What follows belongs to an exercise in optimizing a design on an open flow for small area, a short achievable clock period and few clock cycles; a production flow would make more cautious choices.
Function was checked by simulation only, so behaviour that the tests miss may differ from the original.
Power and IR drop assume default switching activity.

## design/flow/config.mk

```make
export PLATFORM = sky130hd
export DESIGN_NAME = hive_div
export DESIGN_NICKNAME = hive_div
export VERILOG_FILES = /design/flow/design.v
export SDC_FILE = /design/flow/constraint.sdc
export NUM_CORES = 4
export LEC_CHECK = 0
export CAP_MARGIN = 20
export CORE_MARGIN = 2
export CORE_UTILIZATION = 40
export PLACE_DENSITY = 0.6
export SLEW_MARGIN = 20
```

## design/flow/constraint.sdc

```tcl
create_clock -name core_clock -period 10.0 [get_ports {clk}]
set_input_delay 2.0000 -clock core_clock [delete_from_list [all_inputs] [get_ports {clk}]]
set_output_delay 2.0000 -clock core_clock [all_outputs]
set_load 0.01 [all_outputs]
```

## design/flow/design.v

```verilog
module hive_div (
    input  wire        clk,
    input  wire        rst,
    input  wire        in_valid,
    output wire        in_ready,
    input  wire [1:0]  in_op,
    input  wire [31:0] in_a,
    input  wire [31:0] in_b,
    output reg         out_valid,
    output reg  [31:0] out_result
);
    localparam [1:0] S_IDLE = 2'd0, S_RUN = 2'd1, S_DONE = 2'd2;
    reg [1:0]  state;
    reg [4:0]  count;
    reg        want_mod;
    reg        neg_a, neg_b;
    reg [31:0] divisor;      
    reg [31:0] b_raw;        
    reg [31:0] quo;          
    reg [32:0] rem;
    assign in_ready = (state == S_IDLE);
    wire        is_signed = !in_op[0];
    wire        a_neg     = is_signed && in_a[31];
    wire        b_neg     = is_signed && in_b[31];
    wire [31:0] a_mag     = a_neg ? (~in_a + 32'd1) : in_a;
    wire [31:0] b_mag     = b_neg ? (~in_b + 32'd1) : in_b;
    wire        b_zero    = (in_b == 32'd0);
    wire        overflow  = is_signed && (in_a == 32'h8000_0000) && (in_b == 32'hFFFF_FFFF);
    reg [31:0] special;
    always @(*) begin
        if (in_op[1])
            special = 32'd0;                                    
        else if (overflow)
            special = 32'h7FFF_FFFF;
        else if (!is_signed)
            special = 32'hFFFF_FFFF;                            
        else
            special = in_a[31] ? 32'h8000_0000 : 32'h7FFF_FFFF;  
    end
    wire [32:0] rem_sh = {rem[31:0], quo[31]};
    wire [32:0] trial  = rem_sh - {1'b0, divisor};
    wire        fits   = !trial[32];
    wire        q_neg   = neg_a ^ neg_b;
    wire [31:0] q_trunc = q_neg ? (~quo + 32'd1) : quo;
    wire [31:0] r_trunc = neg_a ? (~rem[31:0] + 32'd1) : rem[31:0];
    wire        adjust  = q_neg && (rem[31:0] != 32'd0);
    wire [31:0] q_floor = adjust ? q_trunc - 32'd1 : q_trunc;
    wire [31:0] r_floor = adjust ? r_trunc + b_raw : r_trunc;
    always @(posedge clk) begin
        if (rst) begin
            state     <= S_IDLE;
            out_valid <= 1'b0;
        end else begin
            out_valid <= 1'b0;
            case (state)
                S_IDLE: begin
                    if (in_valid) begin
                        if (b_zero || overflow) begin
                            out_result <= special;
                            out_valid  <= 1'b1;
                        end else begin
                            state <= S_RUN;
                        end
                    end
                end
                S_RUN: begin
                    rem   <= fits ? trial : rem_sh;
                    quo   <= {quo[30:0], fits};
                    count <= count + 5'd1;
                    if (count == 5'd31)
                        state <= S_DONE;
                end
                default: begin
                    out_result <= want_mod ? r_floor : q_floor;
                    out_valid  <= 1'b1;
                    state      <= S_IDLE;
                end
            endcase
        end
        if (state == S_IDLE && in_valid) begin
            want_mod <= in_op[1];
            neg_a    <= a_neg;
            neg_b    <= b_neg;
            divisor  <= b_mag;
            b_raw    <= in_b;
            quo      <= a_mag;
            rem      <= 33'd0;
            count    <= 5'd0;
        end
    end
endmodule
```

## design/flow/run.sh

```bash
#!/bin/bash
# synth_recipe.tcl (not shown) runs the flow's synth.tcl, then flattens the netlist and writes it again
# the make line also repeats each setting of config.mk as NAME=value (left out here)
make -C /OpenROAD-flow-scripts/flow DESIGN_CONFIG=/design/flow/config.mk WORK_HOME=/design/flow/orfs CLKGATE_MAP_FILE= SYNTH_SCRIPT=/design/flow/synth_recipe.tcl finish
```

==> results of run 1 <==
per-layer routing:
| layer | share of wire [%] | GRT usage, % | up-vias | wire length [um] |
|---|---|---|---|---|
| met5 | 0.032 | 0 | - | 13 |
| met1 | 47 | 31.7 | 5926 | 19300 |
| met3 | 5.1 | 3.63 | 62 | 2080 |
| li1 | - | - | 6064 | - |
| met2 | 45 | 36.3 | 344 | 18600 |
| met4 | 2.5 | 7.45 | 2 | 1020 |
critical path: stages:
cell and delay, ns:
clkdlybuf4s50_1 0.59, or4_1 0.66, nor4_1 0.76, nand2_1 0.18
nor2_1 0.44, nand3_1 0.27, o22ai_1 0.26, a31oi_1 0.18
nor2_4 0.74
path summary, 6_finish.rpt:
check                        start                       end  slack, ns  cells after the start
max                        in_b[6]   out_result[1]$_DFFE_PP_       3.98                      9
min          count[4]$_SDFFE_PP0P_     count[4]$_SDFFE_PP0P_       0.47                      2
max reg2reg   rem[11]$_SDFFE_PP0P_  out_result[31]$_DFFE_PP_       5.09                     14
min reg2reg  count[4]$_SDFFE_PP0P_     count[4]$_SDFFE_PP0P_       0.47                      2
placed cells by master, fill, tap and decap left out, types with 14 or more instances in the layout:
cell type	instances
inv_1	73
clkdlybuf4s50_1	102
a21o_1	23
a21oi_1	95
nand2_1	165
xor2_1	70
nand4_1	21
xnor2_1	121
o21ai_0	159
mux2i_1	35
nand3_1	29
dfxtp_1	40
nor3_1	45
nor2_1	109
nor4_1	19
o211ai_1	15
a31oi_1	14
ha_1	77
a211oi_1	15
nand2b_1	15
edfxtp_1	130
buf_4	16
or4_1	18
clkbuf_16	20
o31ai_1	26
flip-flops by register name, indices dropped and copies added, names as in the netlist:
name        flops
neg_a           1
neg_b           1
want_mod        1
out_result     32
b_raw          31
state           2
out_valid       1
rem            32
count           5
divisor        32
quo            32
cell type report:
cell class,count,area (um2)
clock inverters,12,143
fillers,3338,18400
well taps,455,569
inverters,77,289
multi-input cells,1286,8710
repair buffers,118,1140
flip-flops and latches,170,4700
clock buffers,20,500
power groups by stage:
stage	clock network (uW)	registers (uW)	logic, uW
after detailed placement	0	896	793
after CTS	750	880	799
after floorplan	0	863	607
after global placement	0	896	784
final	740	881	803
after global routing	781	888	895
cell families after synthesis:
logic type	after synthesis	share of synthesized area, %
multiplexers	36	2.59
adder cells (fa/ha/maj)	79	7.19
flip-flops	170	33.7
XOR/XNOR	195	12.3
buffers and inverters	151	4.41
AND/OR/NAND/NOR	510	18.7
AO/OA/AOI/OAI	466	21.1
stage by stage:
| stage | hold WS, ns | setup WS (ns) | util [%] | instance area [um2] |
|---|---|---|---|---|
| 4_1_cts | 0.465 | 4.00 | 46.6 | 16100 |
| 3_5_place_dp | 0.455 | 3.54 | 44.7 | 15400 |
| 6_report | 0.465 | 3.98 | 46.6 | 16100 |
| 3_3_place_gp | 0.447 | 3.63 | 44.7 | 15400 |
| 2_1_floorplan | 0.441 | 4.39 | - | 14000 |
| 5_1_grt | 0.498 | 3.68 | 46.6 | 16100 |
==> results.py, run 1 <==
metrics = {
    "die": {
        "start_util_pct": 40.5,
        "chipWidth_um": 191,
        "num_io_pins": 103,
        "num_rows": 68,
        "die_h_um": 191,
        "die-area_um2": 36400,
        "core_um2": 34500,
    },
    "power": {
        "p_switching_uw": 863,
        "pwr-share-comb_pct": 33.1,
        "p_per_area_nw_per_um2": 151,
        "power_uw": 2420,
        "pwr-share-seq_pct": 36.4,
        "p_sw_share_pct": 35.6,
        "p_int_uw": 1560,
        "vdd_drop_max_uv": 138,
        "power_leakage_uw": 0.00586,
        "p_clk_share_pct": 30.5,
    },
    "synthesis": {
        "avgSynthCellArea_um2": 8.69,
        "synth_warnings": 1,
        "netlist.area_leader.share_pct": 28.0,
        "ys_types": 90,
        "ys_top_cells_by_area": "edfxtp_1, xnor2_1, ha_1",
        "synthArstFlopShare_pct": 0,
        "netlist_area_um2": 14000,
        "synth_ff_type": "edfxtp_1",
        "ys_seq_area_share_pct": 33.7,
        "synth.most_common_cell": "nand2_1",
        "yosysTopAreaCell": "edfxtp_1",
        "synth-edff-count": 130,
        "synthesis.instances": 1607,
        "ys_ff_latch": 170,
        "syn_nets": 1755,
        "synth_commonest_cells": "nand2_1, o21ai_0, edfxtp_1",
    },
    "route": {
        "vias": 12400,
        "avgRoutedWirePerCell_um": 19.2,
        "drtIter0Drc": 1120,
        "postRouteAntennaNets": 0,
        "dr.pass1.iters": 8,
        "vias_per_cell": 5.80,
        "drc": 0,
        "wirelength_mm": 41.0,
    },
    "place": {
        "placedCellCount": 2106,
        "hpwl_mm": 30.9,
        "gp_congestion": 0.926,
        "portBuffers": 102,
    },
    "timing": {
        "layout_min_cycle_time_ns": 6.02,
        "period_share_pct": 60.2,
        "finalClockSkew_ns": 0.0100,
        "fmax_ghz": 0.166,
        "setup_viol": 0,
        "drv_slew": 0,
        "finalHoldViolCount": 0,
        "finalSetupTns_ns": 0,
        "worstMarginPinSlew_ns": 1.10,
        "max_slew_margin_pct": 26.8,
        "rsz0062_at_grt": "no",
    },
    "finish": {
        "layoutNonFillerInstCount": 2138,
        "diodes": 0,
        "drive_above_1_share_pct": 5.53,
        "fin_nets": 1818,
        "area_growth_pct": 15.0,
    },
    "cts": {
        "root_buffer": "clkbuf_16",
        "cts_made_buffers": 17,
        "ctsHoldBuffers": 0,
        "post_cts_resize_count": 0,
        "cts_setup_buffers": 0,
        "clock_latency_ns": 0.46,
        "cts_buffer_depth": 2,
        "clock_sinks": 170,
        "path_clk_slew_ns": 0.07,
        "htreeDepth": 4,
        "cts_tree": "built",
    },
    "worst_hold_path": {
        "hp-class": "reg2reg",
    },
    "worst_setup_path": {
        "cp-end-kind": "register",
        "cp.required_ns": 10.08,
        "cp_max_fo": 32,
        "critPathKind": "in2reg",
        "worstSetupStartpointType": "input pin",
        "crit_arrival_ns": 6.10,
    },
    "global_route": {
        "grt_pass1_wl_mm": 65.0,
        "antenna_found_initial": 1,
        "grt_pass1_vias": 11900,
        "grt_start_max_net_pins": 76,
        "grt_overflow_total": 0,
        "grt_use_total_pct": 22.9,
    },
    "run_status": {
        "status": "no timing/DRC/antenna violations",
    },
    "job": {
        "maxCapViolCount": 0,
    },
}
Testbench counts, summed over its fixed seeds: cycles 272,004.
==> run 2, diff against run 1 <==
==> design/flow/design.v (replaced) <==
module hive_div (
    input  wire        clk,
    input  wire        rst,
    input  wire        in_valid,
    output wire        in_ready,
    input  wire [1:0]  in_op,
    input  wire [31:0] in_a,
    input  wire [31:0] in_b,
    output reg         out_valid,
    output wire [31:0] out_result
);
    reg        rdy;                  
    reg        p1, p2, it, fx;
    reg [1:0]  opr;
    reg [31:0] R;                    
    reg [31:0] Q;                    
    reg [33:0] D;                    
    reg [5:0]  cnt;
    reg        sa_f, sb_f, inv_f, frc_f, mod_f;
    assign in_ready   = rdy;
    assign out_result = R;
    function [5:0] bitlen;
        input [31:0] x;
        integer i;
        begin
            bitlen = 6'd0;
            for (i = 0; i < 32; i = i + 1)
                if (x[i]) bitlen = i + 1;
        end
    endfunction
    wire        sgn    = !opr[0];
    wire [31:0] a      = Q;
    wire [31:0] b      = D[31:0];
    wire        sa     = sgn && a[31];
    wire        sb     = sgn && b[31];
    wire        a_zero = (a == 32'd0);
    wire        b_zero = (b == 32'd0);
    wire        ovf    = sgn && (a == 32'h8000_0000) && (b == 32'hFFFF_FFFF);
    wire        spec   = b_zero || ovf;
    wire        zr     = spec || a_zero;
    wire [6:0]  la     = {1'b0, bitlen(a ^ {32{sa}})} + {6'd0, sa && sb};
    wire [6:0]  lb     = {1'b0, bitlen(b ^ {32{sb}})};
    wire [6:0]  nd     = la - lb;
    wire        skip   = nd[6] || zr;
    wire        sa_e   = sa && !zr;
    wire        sb_e   = sb && !zr;
    wire        frc    = opr[1] && (sa_e == sb_e);
    wire [31:0] M      = (a - {31'd0, sb}) ^ {32{sa}};
    wire [31:0] spec_q = ovf ? 32'h7FFF_FFFF :
                         !sgn ? 32'hFFFF_FFFF :
                         a[31] ? 32'h8000_0000 : 32'h7FFF_FFFF;
    wire [33:0] Dconv  = {2'b11, b ^ {32{!sb}}};
    wire        cin    = fx ? !(sa_f && sb_f) : !sb_f;
    wire [34:0] sum    = {3'b000, R} + {1'b0, D} + {34'd0, cin};
    wire        fits   = sum[34];
    wire        last   = (cnt == 6'd0);
    wire [33:0] Dsh    = (D << cnt) | ({34{!sb_f}} & ~({34{1'b1}} << cnt));
    always @(posedge clk) begin
        if (rst) begin
            rdy       <= 1'b1;
            p1        <= 1'b0;
            p2        <= 1'b0;
            it        <= 1'b0;
            fx        <= 1'b0;
            out_valid <= 1'b0;
        end else begin
            out_valid <= fx;
            if (rdy) begin
                fx  <= 1'b0;
                if (in_valid) begin
                    rdy <= 1'b0;
                    p1  <= 1'b1;
                end
            end
            if (p1) begin
                p1 <= 1'b0;
                if (skip) begin
                    fx  <= 1'b1;
                    rdy <= 1'b1;
                end else begin
                    p2  <= 1'b1;
                end
            end
            if (p2) begin
                p2 <= 1'b0;
                it <= 1'b1;
            end
            if (it && last) begin
                it  <= 1'b0;
                fx  <= 1'b1;
                rdy <= 1'b1;
            end
        end
        if (rdy) begin
            Q       <= in_a;
            D[31:0] <= in_b;
            opr     <= in_op;
        end
        if (p1) begin
            R     <= zr ? 32'd0 : M;
            Q     <= spec ? spec_q : a_zero ? 32'd0 : {32{sa_e ^ sb_e}};
            D     <= (skip && frc) ? {34{1'b1}} : Dconv;
            cnt   <= nd[5:0];
            sa_f  <= sa_e;
            sb_f  <= sb_e;
            inv_f <= sa_e ^ sb_e;
            frc_f <= frc;
            mod_f <= opr[1];
        end
        if (p2)
            D <= Dsh;
        if (it) begin
            if (fits)
                R <= sum[31:0];
            Q <= {Q[30:0], fits ^ inv_f};
            if (last) begin
                if (frc_f)
                    D <= {34{1'b1}};
            end else begin
                D   <= {D[33], D[33:1]};
                cnt <= cnt - 6'd1;
            end
        end
        if (fx)
            R <= mod_f ? (sum[31:0] ^ {32{sa_f}}) : Q;
    end
endmodule
==> results.py, run 2 <==
metrics = {
    "route": {
        "avgRoutedWirePerCell_um": 23.3,
        "vias": 14500,
        "drtIter0Drc": 1702,
        "postRouteAntennaNets": 0,
        "wirelength_mm": 53.0,
        "drc": 0,
        "dr.pass1.iters": 6,
        "vias_per_cell": 6.36,
    },
    "synthesis": {
        "synth_mux_area_share_pct": 6.52,
        "synth-edff-count": 40,
        "synthesis.instances": 1851,
        "synth.most_common_cell": "nand2_1",
        "synth_top_family_by_area": "compound AO/OA/AOI/OAI gates",
        "syn_nets": 1972,
        "netlist_area_um2": 13500,
        "netlist.area_leader.share_pct": 11.4,
        "synth_xor_area_share_pct": 9.08,
        "synth_compound_area_share_pct": 29.2,
        "synthSimpleGateAreaFrac_pct": 22.4,
        "synth_warnings": 1,
        "ys_seq_area_share_pct": 20.3,
        "synthArstFlopShare_pct": 0,
        "yosysTopAreaCell": "dfxtp_1",
        "synth_adder_area_share_pct": 4.98,
        "ys_top_cells_by_area": "dfxtp_1, edfxtp_1, xnor2_1",
        "synth_commonest_cells": "nand2_1, nor2_1, o21ai_0",
        "avgSynthCellArea_um2": 7.31,
        "synth_ff_type": "dfxtp_1",
        "ys_ff_latch": 117,
        "ys_types": 88,
    },
    "die": {
        "die_h_um": 188,
        "core_um2": 33400,
        "num_io_pins": 103,
        "start_util_pct": 40.4,
        "chipWidth_um": 188,
        "num_rows": 67,
        "die-area_um2": 35300,
    },
    "worst_setup_path": {
        "worstSetupStartpointType": "register",
        "crit_arrival_ns": 6.93,
        "critPathKind": "reg2reg",
        "cp_max_fo": 23,
        "r2r_slack_ns": 3.46,
        "critPathSlowestCell": "dfxtp_1",
        "path_cells": "nand2b_1 -> inv_2 -> nor3_1 -> o31a_1 -> o311ai_1 -> a311oi_1 -> a221oi_1 -> o21a_1 -> a311oi_1 -> a211o_1 -> nand2_1 -> ha_1 -> fa_1 -> a21o_1 -> a21oi_1 -> o21bai_1 -> a21oi_1 -> xnor2_1 -> nor2_1 -> o21a_2 -> nor2_1 -> a2111oi_2 -> o32a_1",
        "cp.required_ns": 10.39,
        "rr_startpoint": "D[31]$_DFF_P_",
        "startpoint": "D[31]$_DFF_P_",
        "reg2reg_depth": 23,
        "slowest_delay_ns": 0.67,
        "cp-endpoint": "D[1]$_DFF_P_",
        "r2r-end": "D[1]$_DFF_P_",
        "cp-end-kind": "register",
    },
    "place": {
        "gp_congestion": 0.930,
        "placedCellCount": 2244,
        "placedInstanceArea_um2": 14600,
        "hpwl_mm": 38.0,
        "portBuffers": 102,
    },
    "finish": {
        "layoutNonFillerInstCount": 2276,
        "multi_input_area_um2": 9790,
        "layout_common_cells": "nand2_1, nor2_1, o21ai_0",
        "regArea_um2": 2750,
        "drive_above_1_share_pct": 7.88,
        "fin_nets": 1936,
        "fin_area_um2": 15200,
        "final_common_cell": "nand2_1",
        "largest_register": "D",
        "final.fill_count": 3372,
        "area_growth_pct": 12.4,
        "largest_reg_flops": 34,
        "diodes": 0,
        "top_regs": "D x34, Q x32, R x32",
    },
    "cts": {
        "root_buffer": "clkbuf_16",
        "cts_tree": "built",
        "cts_made_buffers": 17,
        "htreeDepth": 4,
        "cts_buffer_depth": 2,
        "path_clk_slew_ns": 0.06,
        "ctsHoldBuffers": 0,
        "post_cts_resize_count": 0,
        "clock_latency_ns": 0.45,
        "cts_setup_buffers": 0,
        "clock_sinks": 117,
    },
    "power": {
        "power_leakage_uw": 0.00550,
        "vdd_drop_max_uv": 143,
        "p_per_area_nw_per_um2": 382,
    },
    "global_route": {
        "gr-usage-met2_pct": 42.6,
        "grt_pass1_vias": 13200,
        "grt_use_total_pct": 29.3,
        "grtUsageMet1_pct": 41.9,
        "grt_use_met3_pct": 7.65,
        "grt_start_max_net_pins": 77,
        "antenna_found_initial": 1,
        "grt_overflow_total": 0,
        "grt_pass1_wl_mm": 80.3,
        "busiest_layer": "met2",
    },
    "timing": {
        "finalClockSkew_ns": 0.00995,
        "finalSetupTns_ns": 0,
        "finalHoldViolCount": 0,
        "max_slew_margin_pct": 25.3,
        "rsz0062_at_grt": "no",
        "worst_hold_slack_ns": 0.573,
        "period_share_pct": 65.4,
        "layout_min_cycle_time_ns": 6.54,
        "drv_slew": 0,
        "fmax_ghz": 0.153,
        "setup_viol": 0,
        "worstMarginPinSlew_ns": 1.11,
    },
    "worst_hold_path": {
        "hp-class": "reg2reg",
    },
    "job": {
        "maxCapViolCount": 0,
    },
    "run_status": {
        "status": "no timing/DRC/antenna violations",
    },
}
[run 2: power by group]
group          internal [uW]  switching, uW
Clock                    417            261
Sequential               687            520
Combinational           1630           2280
[run 2: layout make-up]
class | count | area share [%]
inverters | 67 | 1.65
multi-input cells | 1482 | 64.4
repair buffers | 130 | 8.10
clock buffers | 20 | 2.87
clock inverters | 12 | 1.18
well taps | 448 | 3.69
flip-flops and latches | 117 | 18.1
[run 2: stage by stage]
step | total power (uW) | setup slack, ns | utilization (%)
floorplan | 3840 | 5.14 | -
global route | 6180 | 2.97 | 45.4
finish | 5800 | 3.46 | 45.4
detailed placement | 4980 | 3.59 | 43.6
global placement | 4960 | 3.76 | 43.6
CTS | 5680 | 3.57 | 45.4
[run 2: layer usage]
layer | wire length, um | up-vias | part of all wire, %
li1 | - | 6697 | -
met1 | 23900 | 6923 | 45
met2 | 22400 | 744 | 42
met3 | 5110 | 100 | 9.7
met4 | 1550 | 2 | 2.9
met5 | 13 | - | 0.025
[run 2: critical path: cells and delay by family (launching register included)]
| kind | cells | cell delay (ns) |
|---|---|---|
| fa+ha+maj | 2 | 0.74 |
| buf+inv | 1 | 0.60 |
| flops | 1 | 0.67 |
| simple gates | 5 | 1.03 |
| compound gates | 14 | 3.35 |
| xor+xnor | 1 | 0.10 |
[run 2: worst min path at each step]
stage                     startpoint               to  slack (ns)  depth (start not counted)
finish                 D[32]$_DFF_P_    D[31]$_DFF_P_        0.57                          2
global route        opr[1]$_DFFE_PP_  mod_f$_DFFE_PP_        0.61                          0
CTS                    D[32]$_DFF_P_    D[31]$_DFF_P_        0.57                          2
detailed placement     D[32]$_DFF_P_    D[31]$_DFF_P_        0.55                          2
global placement       D[32]$_DFF_P_    D[31]$_DFF_P_        0.55                          2
floorplan           opr[1]$_DFFE_PP_  mod_f$_DFFE_PP_        0.46                          0
[run 2: kinds of logic (layout without fill, tap and decap cells)]
logic type / Yosys count / count (layout)
AND/OR/NAND/NOR: 646 / 646
AO/OA/AOI/OAI: 589 / 589
buffers and inverters: 252 / 229
XOR/XNOR: 134 / 134
flip-flops: 117 / 117
multiplexers: 61 / 61
adder cells (fa/ha/maj): 52 / 52
Testbench counts of run 2, summed over its fixed seeds: cycles 72,416.

-- port drivers added, routing unchanged --
The results above use ideal ports. As a check the final layouts listed here were re-extracted and re-timed, cells and wires unchanged. Step 1 assumes that a clkbuf_16 drives the clock port and a buf_2 every other input. Step 2, shift: input delay + t, output delay - t, t = (earliest + latest rising clock arrival at the registers) / 2. This alone moves slack from input paths to output paths. a / b / c = ideal / step 1 / step 2; a / b = the first two.
run | t (ns) | setup slack, ns | latest minus earliest clock arrival (ns) | worst data-port slew with drivers (ns)
run 1 | 0.508 | 3.980 / 4.011 / 3.504 | 0.010 / 0.011 | 0.05
run 2 | 0.496 | 3.458 / 3.458 / 3.458 | 0.010 / 0.010 | 0.05
After both steps setup and hold are still met in every run listed. For run 1, which loses most, drivers alone change the setup slack by +0.031 ns; drivers and shift together by -0.476 ns.
